Background: an optimization exercise with open tools, aiming at small area, a short achievable clock period and few clock cycles. Do not read the settings as production practice. At most, simulation tests tie the RTL to the original design; equivalence was not proved.

Setup of rev 12:
Design ce_errx, start of the top module:
module ce_errx (
    input  wire         clk,
    input  wire         rst,
    input  wire         start,
    output reg          done,
    input  wire         voa,
    input  wire [31:0]  y,
    input  wire [2:0]   seq,
    input  wire [7:0]   dseq,
    input  wire [2:0]   dlag,
    input  wire [2:0]   dsh,
    input  wire         ext,
    input  wire [31:0]  yavg_in,
    input  wire [31:0]  m_in,
    input  wire [31:0]  refv,
    input  wire         ref_ok,
    input  wire [15:0]  kref,
    input  wire [31:0]  yfloor,
    input  wire [31:0]  target,
    output wire [15:0]  e,
    output reg  [31:0]  yavg_out,
    output reg  [31:0]  m_out,
    output reg          wd
);
    localparam [1:0] S_IDLE = 2'd0,
                     S_MUL  = 2'd1,
                     S_DIV  = 2'd2;
    reg  [1:0]  state;
    reg  [2:0]  cnt;
    reg  [4:0]  rem;       
    reg  [14:0] quo;       
    reg         satr;      
    reg         posq;      
    reg  [17:0] tx;        
    reg  [47:0] acc;       
    reg  [39:0] den;       
    reg         neg;       
    reg         ydo;       
    wire        idle  = (state == S_IDLE);
    wire        yc    = (state == S_MUL) & ydo;    
    wire        smode = idle | yc;
    function [79:0] csa(input [39:0] a, input [39:0] b, input [39:0] c);
        csa = {(a & b) | (a & c) | (b & c), a ^ b ^ c};
    endfunction
    wire        bw      = y[5:0] < yavg_in[5:0];
    wire [2:0]  lag_idx = seq - dlag;
    wire        wl      = dseq[lag_idx];
    wire [39:0] y40  = {8'd0, y};
    wire [39:0] a40  = {8'd0, yavg_in};
    wire [39:0] m40  = {{8{m_in[31]}}, m_in};
    wire [39:0] mm40 = m40 << dsh;
    wire [39:0] yh40 = {14'd0, y[31:6]};
    wire [39:0] ah40 = {14'd0, yavg_in[31:6]};
    wire        sw = wl & ~yc;
    wire [39:0] o1 = a40 ^ {40{sw}};
    wire [39:0] o2 = yh40 ^ {40{sw}};
  ...
clock: 17.0 ns
lec_check: 0
abc_area: 1
cap_margin: 20
core_margin: 2
core_utilization: 40
place_density: 0.6
slew_margin: 20
standard.sh (not shown) runs the stock make flow with config.mk's settings and CLKGATE_MAP_FILE= SYNTH_SCRIPT=/design/flow/synth_recipe.tcl, a recipe that flattens the netlist after the stock synthesis.
==> flow/flow/run.sh <==
#!/bin/bash
# The standard layout (standard.sh, unchanged), with the input and
# output ports buffered by sky130_fd_sc_hd__buf_1 cells instead of the
# default delay-buffer cells. All make/OpenROAD/Yosys output goes to
# standard.log in this folder.
set -euo pipefail
export BUFFER_PORTS_ARGS="-buffer_cell sky130_fd_sc_hd__buf_1"
# repair_timing aims at 7 ns of setup slack (a 10 ns period)
export SETUP_SLACK_MARGIN=7
bash standard.sh > standard.log 2>&1
Relative to rev 12, the following input files were edited for rev 13:
diff --git a/flow/design.v b/flow/design.v
--- a/flow/design.v
+++ b/flow/design.v
@@ -46,22 +46,22 @@
     wire [2:0]  lag_idx = seq - dlag;
     wire        wl      = dseq[lag_idx];
     wire [39:0] y40  = {8'd0, y};
     wire [39:0] a40  = {8'd0, yavg_in};
     wire [39:0] m40  = {{8{m_in[31]}}, m_in};
     wire [39:0] mm40 = m40 << dsh;
     wire [39:0] yh40 = {14'd0, y[31:6]};
     wire [39:0] ah40 = {14'd0, yavg_in[31:6]};
     wire        sw = wl & ~yc;
-    wire [39:0] o1 = a40 ^ {40{sw}};
-    wire [39:0] o2 = yh40 ^ {40{sw}};
-    wire [39:0] o3 = ~ah40 ^ {40{sw}};
-    wire [39:0] o4 = yc ? {40{bw}} : (y40 ^ {40{~sw}});
+    wire [39:0] o1 = yc ? a40  : sw ? y40   : ~y40;
+    wire [39:0] o2 = yc ? yh40 : sw ? ~a40  : a40;
+    wire [39:0] o3 = yc ? ~ah40 : sw ? ~yh40 : yh40;
+    wire [39:0] o4 = yc ? {40{bw}} : sw ? ah40 : ~ah40;
     wire [39:0] o5 = yc ? 40'd0 : ~m40;
     wire [39:0] o6 = yc ? 40'd0 : mm40;
     wire        k1 = ~yc;
     wire        k2 = ~yc & (wl | ~bw);
     wire        k3 = ~yc & wl & bw;
     wire [79:0] c1 = csa(o1, o2, o3);
     wire [79:0] c2 = csa(o4, o5, o6);
     wire [79:0] c3 = csa(c1[39:0], {c1[78:40], k1}, c2[39:0]);
     wire [79:0] c4 = csa(c3[39:0], {c3[78:40], k2}, {c2[78:40], k3});
@@ -89,35 +89,32 @@
     wire [47:0] pa  = idle ? 48'd0 : {acc[43:0], 4'b0};
     wire [47:0] ms0 = pp0 ^ pp1 ^ pp2;
     wire [47:0] mc0 = {((pp0[46:0] & pp1[46:0]) | (pp0[46:0] & pp2[46:0]) | (pp1[46:0] & pp2[46:0])), voa};
     wire [47:0] ms1 = ms0 ^ mc0 ^ pp3;
     wire [47:0] mc1 = {((ms0[46:0] & mc0[46:0]) | (ms0[46:0] & pp3[46:0]) | (mc0[46:0] & pp3[46:0])), 1'b0};
     wire [47:0] ms2 = ms1 ^ mc1 ^ pa;
     wire [47:0] mc2 = {((ms1[46:0] & mc1[46:0]) | (ms1[46:0] & pa[46:0]) | (mc1[46:0] & pa[46:0])), 1'b0};
     wire [47:0] mul_nx = ms2 + mc2;
     wire [31:0] yf_nz = {yfloor[31:1], yfloor[0] | (yfloor == 32'd0)};
-    wire        p_gt  = mul_nx[47:8] > {8'd0, yfloor};
+    wire [48:0] zf  = {~{9'd0, yfloor}, 8'd0};
+    wire [48:0] cs1 = {1'b0, ms2} ^ {1'b0, mc2} ^ zf;
+    wire [48:0] cc1 = {((ms2 & mc2) | (ms2 & zf[47:0]) | (mc2 & zf[47:0])), 1'b0};
+    wire [48:0] dgt = cs1 + cc1;
+    wire        p_gt = ~dgt[48];
     wire [39:0] r_el  = p_gt ? mul_nx[47:8] : {8'd0, yf_nz};
     wire [39:0] r_voa = (target > yfloor) ? {8'd0, target} : {8'd0, yf_nz};
     wire [39:0] r_div = idle ? r_voa : r_el;
     wire signed [39:0] m_sh  = $signed(den) >>> dsh;
     wire        m_hi  = ~m_sh[39] & (m_sh[38:31] != 8'h00);
     wire        m_lo  =  m_sh[39] & (m_sh[38:31] != 8'hff);
     wire [31:0] m_val = m_hi ? 32'h7fffffff : m_lo ? 32'h80000000 : m_sh[31:0];
     wire [32:0] n_sel = idle ? mul_nx[32:0] : {m_val[31], m_val};
-    reg  [31:0] n_low;
-    integer b;
-    always @* begin
-        n_low[0] = 1'b0;
-        for (b = 1; b < 32; b = b + 1)
-            n_low[b] = n_low[b - 1] | n_sel[b - 1];
-    end
-    wire [31:0] n_mag = n_sel[31:0] ^ (n_low & {32{n_sel[32]}});
+    wire [31:0] n_mag = n_sel[32] ? -n_sel[31:0] : n_sel[31:0];
     wire [40:0] i1 = {acc[39:0], 1'b0};
     wire [41:0] t1 = {1'b0, i1} + ~{2'b00, den} + 42'd1;
     wire        q1 = ~t1[41];
     wire [39:0] a1 = q1 ? t1[39:0] : i1[39:0];
     wire [40:0] i2 = {a1, 1'b0};
     wire [41:0] t2 = {1'b0, i2} + ~{2'b00, den} + 42'd1;
     wire        q2 = ~t2[41];
     wire [39:0] a2 = q2 ? t2[39:0] : i2[39:0];
     wire [40:0] i3 = {a2, 1'b0};
==> run summary <==
Wire length of the first global-routing pass: rev 13 > rev 12
Cmp rev 13 vs rev 12: area growth from synthesis to layout lower in rev 13
Compared with rev 12, rev 13 shows initial core utilization higher by 0.30 points.
Lower detailed placer's ending HPWL goes to rev 12 over rev 13.
Fraction of met3 tracks used by global routing of rev 13 is on par with rev 12.
[compare] base=rev 12 new=rev 13: synthesized-area fraction occupied by ao, oa, aoi and oai cells saw a decrease, area of the die saw an increase, CTS buffer count saw a decrease.
Setup slack in rev 13 is larger than in rev 12.
Compared with rev 12, in rev 13 minimum period implied by the final worst setup slack has decreased, mean post-synth cell area lower.
Testbench counts of rev 13, summed over its fixed seeds: cycles 9,585.
Only the layout flow was run in rev 12; the RTL was not checked for function there.

ce_errx, a different RTL version from the one above (not shown whole).
Size: about 5700 cells after synthesis, ~200 flip-flops, about 310 I/O pins.
export LEC_CHECK = 0
export ABC_AREA = 1
export CAP_MARGIN = 20
export CORE_MARGIN = 2
export CORE_UTILIZATION = 40
export PLACE_DENSITY = 0.6
export SLEW_MARGIN = 20
create_clock -name core_clock -period 17.0 [get_ports {clk}]
Scripts as last shown in full above: flow/flow/run.sh
Change:
--- a/flow/design.v
+++ b/flow/design.v
@@ -56,44 +56,39 @@
     wire [39:0] o3 = sc ? ~m40 : ~ah40;
     wire [39:0] o4 = sc ? mm40 : {40{bw}};
     wire [79:0] c1 = csa(o1, o2, o3);
     wire [79:0] c2 = csa(c1[39:0], {c1[78:40], sc}, o4);
     wire [39:0] s_x = c2[39:0];
     wire [39:0] s_y = {c2[78:40], 1'b0};
     always @(posedge clk) begin
         if (idle)
             yavg_out <= voa ? yavg_in : t3[31:0];
         wd <= ~voa & dseq[seq];
     end
-    wire [2:0] kd [0:5];
-    assign kd[0] = kref[2:0];
-    assign kd[1] = kref[5:3];
-    assign kd[2] = kref[8:6];
-    assign kd[3] = kref[11:9];
-    assign kd[4] = kref[14:12];
-    assign kd[5] = {2'b00, kref[15]};
-    reg [2:0] klead;
-    integer k;
-    always @* begin
-        klead = 3'd2;
-        for (k = 3; k < 6; k = k + 1)
-            if (kd[k] != 3'd0) klead = k[2:0];
-    end
-    reg  [2:0]  dnext;     
-    wire [2:0]  dig = idle ? ((ref_ok & ~voa) ? kd[klead] : 3'd0) : dnext;
+    wire [3:0] kd [0:3];
+    assign kd[0] = kref[3:0];
+    assign kd[1] = kref[7:4];
+    assign kd[2] = kref[11:8];
+    assign kd[3] = kref[15:12];
+    wire [2:0]  klead = (kd[3] != 4'd0) ? 3'd3 : 3'd2;
+    reg  [3:0]  dnext;     
+    wire [3:0]  dig = idle ? ((ref_ok & ~voa) ? kd[klead[1:0]] : 4'd0) : dnext;
     wire [47:0] pp0 = voa ? {16'd0, target} : dig[0] ? {16'd0, refv} : 48'd0;
     wire [47:0] pp1 = voa ? ~{16'd0, y}     : dig[1] ? {15'd0, refv, 1'b0} : 48'd0;
     wire [47:0] pp2 = dig[2] ? {14'd0, refv, 2'b0} : 48'd0;
-    wire [47:0] pa  = idle ? 48'd0 : {acc[44:0], 3'b0};
-    wire [47:0] ms1 = pp0 ^ pp1 ^ pp2;
-    wire [47:0] mc1 = {((pp0[46:0] & pp1[46:0]) | (pp0[46:0] & pp2[46:0]) | (pp1[46:0] & pp2[46:0])), voa};
+    wire [47:0] pp3 = dig[3] ? {13'd0, refv, 3'b0} : 48'd0;
+    wire [47:0] pa  = idle ? 48'd0 : {acc[43:0], 4'b0};
+    wire [47:0] ms0 = pp0 ^ pp1 ^ pp2;
+    wire [47:0] mc0 = {((pp0[46:0] & pp1[46:0]) | (pp0[46:0] & pp2[46:0]) | (pp1[46:0] & pp2[46:0])), voa};
+    wire [47:0] ms1 = ms0 ^ mc0 ^ pp3;
+    wire [47:0] mc1 = {((ms0[46:0] & mc0[46:0]) | (ms0[46:0] & pp3[46:0]) | (mc0[46:0] & pp3[46:0])), 1'b0};
     wire [47:0] ms2 = ms1 ^ mc1 ^ pa;
     wire [47:0] mc2 = {((ms1[46:0] & mc1[46:0]) | (ms1[46:0] & pa[46:0]) | (mc1[46:0] & pa[46:0])), 1'b0};
     wire [47:0] mul_nx = ms2 + mc2;
     wire [31:0] yf_nz = {yfloor[31:1], yfloor[0] | (yfloor == 32'd0)};
     wire [48:0] zf  = {~{9'd0, yfloor}, 8'd0};
     wire [48:0] cs1 = {1'b0, ms2} ^ {1'b0, mc2} ^ zf;
     wire [48:0] cc1 = {((ms2 & mc2) | (ms2 & zf[47:0]) | (mc2 & zf[47:0])), 1'b0};
     wire [48:0] dgt = cs1 + cc1;
     wire        p_gt = ~dgt[48];
     wire [39:0] r_el  = p_gt ? mul_nx[47:8] : {8'd0, yf_nz};
     wire [39:0] r_voa = (target > yfloor) ? {8'd0, target} : {8'd0, yf_nz};
@@ -158,30 +153,30 @@
             done <= 1'b0;
             case (state)
                 S_IDLE: if (start) begin
                     if (voa) begin
                         m_out <= m_in;
                         load_common;
                         state <= S_DIV;
                     end else begin
                         acc   <= mul_nx;
                         cnt   <= klead - 3'd1;
                         wl    <= dseq[lag_idx];
-                        dnext <= ref_ok ? kd[klead - 3'd1] : 3'd0;
+                        dnext <= ref_ok ? kd[klead[1:0] - 2'd1] : 4'd0;
                         sdo   <= 1'b1;
                         state <= S_MUL;
                     end
                 end
                 S_MUL: begin
                     sdo <= 1'b0;
-                    dnext <= ref_ok ? kd[cnt - 3'd1] : 3'd0;
+                    dnext <= ref_ok ? kd[cnt[1:0] - 2'd1] : 4'd0;
                     if (sc) begin
                         den <= t3[39:0];
                         acc <= mul_nx;
                         cnt <= cnt - 3'd1;
                     end else if (cnt == 3'd0) begin
                         m_out <= m_val;
                         load_common;
                         state <= S_DIV;
                     end else begin
                         acc <= mul_nx;
                         cnt <= cnt - 3'd1;
First-iteration DRC count is higher by 3.3%.
Design area is higher by 1.2%.
Die area is higher by 1.0%.
Via count is higher by 1.7%.
Global-route usage is higher by 2.6 points.
Clock skew barely changes.
Worst setup slack gains 0.060 ns.
Hold slack loses 0.0053 ns.
Fmax is higher by 0.61%.
Testbench counts after the change, summed over its fixed seeds: cycles 10,260.
Function not checked in the first run of this note: the RTL went through the layout flow alone.

## before
Another version of the RTL of ce_errx (not shown whole).
Size: ~4300 cells after synthesis, ~180 flip-flops.
Settings: LEC_CHECK=0, CAP_MARGIN=20, CORE_MARGIN=2, CORE_UTILIZATION=40, PLACE_DENSITY=0.6, SLEW_MARGIN=20; clock period 17.0 ns.
run.sh (not shown) runs the stock make flow with config.mk's settings and CLKGATE_MAP_FILE= SYNTH_SCRIPT=/design/flow/synth_recipe.tcl, a recipe that flattens the netlist after the stock synthesis.
Stock flow here: none of the scripts above is used.
The inputs of after differ from those of before as listed below.
-- flow/design.v --
<<< before, line 35
    reg         sdo;       
    reg         mdone;     
    wire        smode = (state == S_IDLE) | sdo;
    function [79:0] csa(input [39:0] a, input [39:0] b, input [39:0] c);
        csa = {(a & b) | (a & c) | (b & c), a ^ b ^ c};
    endfunction
    wire        bw   = y[5:0] < yavg_in[5:0];
    wire [31:0] ya0  = yavg_in;
    wire [31:0] ya1  = {6'd0, y[31:6]};
    wire [31:0] ya2  = ~{6'd0, yavg_in[31:6]};
    wire [31:0] yas  = ya0 ^ ya1 ^ ya2;
    wire [31:0] yac  = (ya0 & ya1) | (ya0 & ya2) | (ya1 & ya2);
    wire [31:0] yavg_nx = yas + {yac[30:0], 1'b0} + {31'd0, ~bw};
    always @(posedge clk) begin
        yavg_out <= voa ? yavg_in : yavg_nx;
        wd       <= ~voa & dseq[seq];
    end
    wire [2:0]  lag_idx = seq - dlag;
>>> after, line 35
    reg         sdo;       
    reg         mdone;     
    wire        sc    = (state == S_MUL) & sdo;    
    wire        smode = (state == S_IDLE) | sc;
    function [79:0] csa(input [39:0] a, input [39:0] b, input [39:0] c);
        csa = {(a & b) | (a & c) | (b & c), a ^ b ^ c};
    endfunction
    wire        bw   = y[5:0] < yavg_in[5:0];
    always @(posedge clk) begin
        if (state == S_IDLE)
            yavg_out <= voa ? yavg_in : t3[31:0];
        wd <= ~voa & dseq[seq];
    end
    wire [2:0]  lag_idx = seq - dlag;
<<< before, line 56
    wire [39:0] m40  = {{8{m_in[31]}}, m_in};
    wire [39:0] mm40 = m40 << dsh;
    wire [39:0] o1 = (wl & ~voa) ? y40 : ~y40;
    wire [39:0] o2 = voa ? {8'd0, target} : (wl ? ~Y40 : Y40);
    wire [39:0] o3 = voa ? 40'd0 : ~m40;
    wire [39:0] o4 = voa ? 40'd0 : mm40;
    wire [79:0] c1 = csa(o1, o2, o3);
    wire [79:0] c2 = csa(c1[39:0], {c1[78:40], ~voa}, o4);
    wire [39:0] s_x = c2[39:0];
    wire [39:0] s_y = {c2[78:40], 1'b0};
>>> after, line 52
    wire [39:0] m40  = {{8{m_in[31]}}, m_in};
    wire [39:0] mm40 = m40 << dsh;
    wire        yc = (state == S_IDLE) & ~voa;
    wire [39:0] yh40 = {14'd0, y[31:6]};
    wire [39:0] ah40 = {14'd0, yavg_in[31:6]};
    wire [39:0] o1 = yc ? {8'd0, yavg_in} : (wl & sc) ? y40 : ~y40;
    wire [39:0] o2 = voa ? {8'd0, target} : yc ? yh40 : (wl ? ~Y40 : Y40);
    wire [39:0] o3 = voa ? 40'd0 : yc ? ~ah40 : ~m40;
    wire [39:0] o4 = voa ? 40'd0 : yc ? {40{bw}} : mm40;
    wire [79:0] c1 = csa(o1, o2, o3);
    wire [79:0] c2 = csa(c1[39:0], {c1[78:40], sc}, o4);
    wire [39:0] s_x = c2[39:0];
    wire [39:0] s_y = {c2[78:40], 1'b0};
<<< before, line 112
    wire        q3 = ~t3[41];
    wire [39:0] a3 = q3 ? t3[39:0] : i3[39:0];
    wire        last = (cnt == 3'd5);
    wire [15:0] qv   = first ? (neg ? 16'h8000 : 16'h7fff) : {1'b0, e[13:0], q1};
>>> after, line 111
    wire        q3 = ~t3[41];
    wire [39:0] a3 = q3 ? t3[39:0] : i3[39:0];
    reg  [39:0] hmask;     
    integer h;
    always @* begin
        hmask[39] = 1'b1;
        for (h = 38; h >= 0; h = h - 1)
            hmask[h] = hmask[h + 1] & ~den[h + 1];
    end
    wire [45:0] i1s  = {i1, 5'd0};
    wire        skip = (cnt <= 3'd3) && (i1s[45:40] == 6'd0) && ((i1s[39:0] & hmask) == 40'd0);
    wire        last = (cnt == 3'd5);
    wire [15:0] qv   = first ? (neg ? 16'h8000 : 16'h7fff) : {1'b0, e[13:0], q1};
<<< before, line 137
                S_MUL: begin
                    sdo <= 1'b0;
                    if (sdo) den <= t3[39:0];
                    if (!mdone) begin
                        acc <= mul_nx;
>>> after, line 145
                S_MUL: begin
                    sdo <= 1'b0;
                    if (sc) den <= t3[39:0];
                    if (!mdone) begin
                        acc <= mul_nx;
<<< before, line 155
                end
                S_DIV: begin
                    acc <= {8'd0, a3};
                    cnt <= cnt + 3'd1;
                    if (fin) begin
                        e     <= e_fin;
                        done  <= 1'b1;
>>> after, line 163
                end
                S_DIV: begin
                    acc <= {8'd0, skip ? i1s[39:0] : a3};
                    cnt <= cnt + (skip ? 3'd2 : 3'd1);
                    if (skip) begin
                        e <= {e[9:0], 6'd0};
                    end else if (fin) begin
                        e     <= e_fin;
                        done  <= 1'b1;
## What came out
- Relative to before, share of the final layout cell area in sequential cells has increased by 0.83 points in after.
- Compared with before, after shows a lower adder-cell share of the synthesized area.
- after completed every stage of the flow, and the final layout passed the timing, design-rule and antenna checks.
- Reported for before and after, sequential cell count turned out identical to the last digit.
- Comparing before and after, the lower storage element area was measured on before.
- Of the two values seen for origin of the worst setup path, den[32] was produced by after and cnt[0] by before.
- Looking at final cycle utilization of the critical path across before and after, the one that comes out higher is after.
- Of after and before, it is after that has the lower well tap count.
- The count of plain and timing-repair buffers in before is 0.896 times that in after.
- Looking at met1 wire length, after sits 3.5 mm higher than before does.
- Against before, floorplan core area in after came out better.
No run of this note included a check of the RTL's function; only the layout flow was run.

-- what the ideal ports hide --
Ports are ideal in the flow. The routed layouts listed here were re-timed in OpenROAD.
Step 1 (the two cells are an assumption about what drives the block):
set clk [get_ports {clk}]
set_driving_cell -lib_cell sky130_fd_sc_hd__clkbuf_16 $clk
set_driving_cell -lib_cell sky130_fd_sc_hd__buf_2 [delete_from_list [all_inputs] $clk]
Step 2 also shifts input and output timing later by t, the mid clock arrival at the registers, as if the neighbouring blocks saw the same clock.
Three values: ideal ports, drivers, drivers and shift; two values: the first two.
run	shift t [ns]	setup WS [ns]	worst hold slack (ns)	clock arrival spread, ns	cell pins on the clock port's net
rev 12	0.693	6.630 / 6.645 / 5.953	0.549 / 0.549 / 0.549	0.047 / 0.047	1
rev 13	0.691	6.980 / 7.014 / 6.323	0.514 / 0.514 / 0.514	0.029 / 0.030	1
the first run of note 2	0.670	7.115 / 7.158 / 6.488	0.502 / 0.502 / 0.502	0.020 / 0.020	1
the second run of note 2	0.652	7.174 / 7.187 / 6.535	0.497 / 0.497 / 0.497	0.016 / 0.016	1
before	0.541	5.153 / 5.153 / 5.080	0.556 / 0.556 / 0.556	0.023 / 0.024	1
after	0.597	4.370 / 4.370 / 3.880	0.572 / 0.572 / 0.572	0.019 / 0.018	1
After both steps setup and hold are still met in every run listed. The setup slack of rev 12, which loses most, moves by +0.015 ns with the drivers and by -0.677 ns with both steps.
